From an optimization exercise on the open Yosys and OpenROAD flow, aimed at small area, a short achievable clock period and few clock cycles; shortcuts taken in it are not production practice.
Function was checked by simulation only, so behaviour that the tests miss may differ from the original.
Power is estimated from default activity; no workload was simulated.

Design fpdivsqrt, start of the top module:
module fpdivsqrt (
    input  wire        clk,
    input  wire        rst_n,
    input  wire        in_valid,
    output wire        in_ready,
    input  wire        in_op,
    input  wire [1:0]  in_rnd,
    input  wire        in_ftz,
    input  wire        in_canon,
    input  wire [31:0] in_a,
    input  wire [31:0] in_b,
    output reg         out_valid,
    output reg  [31:0] out_result,
    output reg  [5:0]  out_flags
);
    function rnd_inc;
        input [1:0] mode;
        input       s, lsb, g, st;
        begin
            case (mode)
                2'd0: rnd_inc = g && (st || lsb);
                2'd1: rnd_inc = 1'b0;
                2'd2: rnd_inc = !s && (g || st);
                default: rnd_inc = s && (g || st);
            endcase
        end
    endfunction
    reg        rdy;
    assign in_ready = rdy;
    always @(posedge clk) rdy <= rst_n;
    wire        i_v = in_valid && rdy;
    wire        i_op = in_op, i_ftz = in_ftz, i_canon = in_canon;
    wire [1:0]  i_rnd = in_rnd;
    wire [31:0] i_a = in_a, i_b = in_b;
    wire        is_sqrt = i_op;
    wire        sa = i_a[31], sb = i_b[31];
    wire [7:0]  ea_f = i_a[30:23], eb_f = i_b[30:23];
    wire [22:0] fa = i_a[22:0], fb = i_b[22:0];
    wire a_nan  = (ea_f == 8'hFF) && (fa != 0);
  ...
export LEC_CHECK = 0
export CAP_MARGIN = 50
export CORE_MARGIN = 2
export CORE_UTILIZATION = 40
export SLEW_MARGIN = 70
export TNS_END_PERCENT = 100
create_clock -name core_clock -period 10.0 [get_ports {clk}]
standard.sh (not shown) runs the stock make flow with config.mk's settings and CLKGATE_MAP_FILE= SYNTH_SCRIPT=/design/flow/synth_recipe.tcl, a recipe that flattens the netlist after the stock synthesis.
==> flow/flow/run.sh <==
#!/bin/bash
set -euo pipefail
bash standard.sh SETUP_SLACK_MARGIN=6.5 > standard.log 2>&1
Testbench counts at the start, summed over its fixed seeds: cycles 5,032.
Next try:
--- a/flow/design.v
+++ b/flow/design.v
@@ -22,20 +22,28 @@
                 2'd1: rnd_inc = 1'b0;
                 2'd2: rnd_inc = !s && (g || st);
                 default: rnd_inc = s && (g || st);
             endcase
         end
     endfunction
     reg        rdy;
+    reg        i_v, i_op, i_ftz, i_canon;
+    reg [1:0]  i_rnd;
+    reg [31:0] i_a, i_b;
     assign in_ready = rdy;
-    always @(posedge clk) rdy <= rst_n;
-    wire        i_v = in_valid && rdy;
-    wire        i_op = in_op, i_ftz = in_ftz, i_canon = in_canon;
-    wire [1:0]  i_rnd = in_rnd;
-    wire [31:0] i_a = in_a, i_b = in_b;
+    always @(posedge clk) begin
+        rdy     <= rst_n;
+        i_v     <= rst_n && in_valid && rdy;
+        i_op    <= in_op;
+        i_rnd   <= in_rnd;
+        i_ftz   <= in_ftz;
+        i_canon <= in_canon;
+        i_a     <= in_a;
+        i_b     <= in_b;
+    end
     wire        is_sqrt = i_op;
     wire        sa = i_a[31], sb = i_b[31];
     wire [7:0]  ea_f = i_a[30:23], eb_f = i_b[30:23];
     wire [22:0] fa = i_a[22:0], fb = i_b[22:0];
     wire a_nan  = (ea_f == 8'hFF) && (fa != 0);
     wire b_nan  = !is_sqrt && (eb_f == 8'hFF) && (fb != 0);
     wire a_snan = a_nan && !fa[22];
@@ -92,16 +100,15 @@
                 sp_kind = 2'd1; sp_dz = 1'b1;
             end else                    sp_sel = 1'b0;
         end
     end
     reg        c_v, c_op, c_ftz, c_sel, c_sgn, c_pb, c_pz, c_den, c_dz, c_inv;
     reg [1:0]  c_rnd, c_kind;
     reg [4:0]  c_lza, c_lzb;
-    reg [7:0]  c_ea;
-    reg [8:0]  c_ed;
+    reg [7:0]  c_ea, c_eb;
     reg [23:0] c_ma, c_mb;
     always @(posedge clk) begin
         c_v    <= rst_n && i_v;
         c_op   <= i_op;
         c_rnd  <= i_rnd;
         c_ftz  <= i_ftz;
         c_sel  <= sp_sel;
@@ -111,22 +118,22 @@
         c_kind <= sp_kind;
         c_den  <= den_in;
         c_dz   <= sp_dz;
         c_inv  <= sp_inv;
         c_lza  <= lza;
         c_lzb  <= lzb;
         c_ea   <= ea_e;
-        c_ed   <= {1'b0, ea_e} - {1'b0, eb_e};
+        c_eb   <= eb_e;
         c_ma   <= ma;
         c_mb   <= mb;
     end
     wire [23:0] na = c_ma << c_lza;
     wire [23:0] nb = c_mb << c_lzb;
     wire signed [10:0] xa = $signed({3'd0, c_ea}) - 11'sd127 - $signed({6'd0, c_lza});
-    wire signed [10:0] xd = $signed({{2{c_ed[8]}}, c_ed})
+    wire signed [10:0] xd = $signed({3'd0, c_ea}) - $signed({3'd0, c_eb})
                           - $signed({6'd0, c_lza}) + $signed({6'd0, c_lzb});
     wire signed [10:0] xq = c_op ? (xa >>> 1) : xd;
     wire [21:0] pay = c_pz ? 22'd0 : (c_pb ? c_mb[21:0] : c_ma[21:0]);
     reg        p_v, p_op, p_ftz, p_sel, p_sgn, p_odd;
     reg [1:0]  p_rnd;
     reg [9:0]  p_e;
     reg [22:0] p_na, p_d;
@@ -748,15 +755,15 @@
     wire        inc24   = rnd_inc(m_rnd, m_sgn, n_mant[0], n_guard, m_stkr);
     wire        carry24 = inc24 && m_ones;
     wire        tiny    = m_subr && !(m_m127 && carry24);
     wire [51:0] dext    = {n_mant, n_guard, m_stkr, 26'd0} >> m_dshr;
     wire [23:0] d_mant  = dext[51:28];
     wire        d_guard = dext[27];
     wire        d_stk   = |dext[26:0];
-    reg        u_v, u_ftz, u_sel, u_sgn, u_tiny, u_sub, u_guard, u_stk, u_ovf0, u_ovf1, u_ones;
+    reg        u_v, u_ftz, u_sel, u_sgn, u_tiny, u_sub, u_guard, u_stk, u_ovf0, u_ovf1;
     reg [1:0]  u_rnd;
     reg [7:0]  u_eb;
     reg [23:0] u_mant;
     always @(posedge clk) begin
         u_v     <= rst_n && m_v;
         u_ftz   <= m_ftz;
         u_rnd   <= m_rnd;
@@ -766,21 +773,20 @@
         u_sub   <= m_subr;
         u_guard <= m_subr ? d_guard : n_guard;
         u_stk   <= m_subr ? d_stk   : m_stkr;
         u_mant  <= m_sel ? m_q : (m_subr ? d_mant : n_mant);
         u_eb    <= m_eb[7:0];
         u_ovf0  <= (m_eb >= 9'd255);
         u_ovf1  <= (m_eb >= 9'd254);
-        u_ones  <= m_ones && !m_subr;    
     end
     wire         inexact = u_guard || u_stk;
     wire         inc     = rnd_inc(u_rnd, u_sgn, u_mant[0], u_guard, u_stk);
     wire [24:0]  m_inc   = {1'b0, u_mant} + 25'd1;
     wire [24:0]  r_mant  = inc ? m_inc : {1'b0, u_mant};
-    wire         cy      = inc && u_ones;    
+    wire         cy      = r_mant[24];
     wire [7:0]   eb_inc  = u_eb + 8'd1;
     wire [7:0]   e_b     = u_sub ? {7'd0, r_mant[23]} : (cy ? eb_inc : u_eb);
     wire [22:0]  frac    = cy ? 23'd0 : r_mant[22:0];
     wire         ovf     = !u_sub && (cy ? u_ovf1 : u_ovf0);
     wire         to_max  = (u_rnd == 2'd1) || (u_rnd == 2'd3 && !u_sgn) || (u_rnd == 2'd2 && u_sgn);
     reg [31:0] res;
     reg [5:0]  flg;    
=>
- total power is higher by 1.1%
- global-route usage is about the same
- routed wire length went up by 2.8%
- die area rises by 1.3%
- sequential power increases by about 3%
- design area came out higher by 1.3%
- maximum frequency is higher by 0.92%
Testbench counts after the change, summed over its fixed seeds: cycles 5,040.

==> afterwards: timing with drivers on the ports <==
Ports are ideal in the flow. The routed layouts listed here were re-timed in OpenROAD. Step 1 sets driving cells, clkbuf_16 on the clock port and buf_2 on the other inputs (assumed; they add their load-dependent delay and slew). Step 2 moves the port delays by t, midway between the first and last clock arrival at a register: inputs arrive t later, outputs are due t later. That takes back most of the time a late clock gives input paths. Slacks: no drivers / after step 1 / after step 2; pairs: no drivers / after step 1.
run	shift t [ns]	slack for setup (ns)	hold WS [ns]
the first run	0.927	6.547 / 6.517 / 5.695	0.267 / 0.267 / 0.267
the second run	0.944	6.578 / 6.494 / 6.600	0.238 / 0.238 / 0.238
After both steps setup and hold are still met in every run listed. For the first run, which loses most, drivers alone change the setup slack by -0.030 ns; drivers and shift together by -0.852 ns.
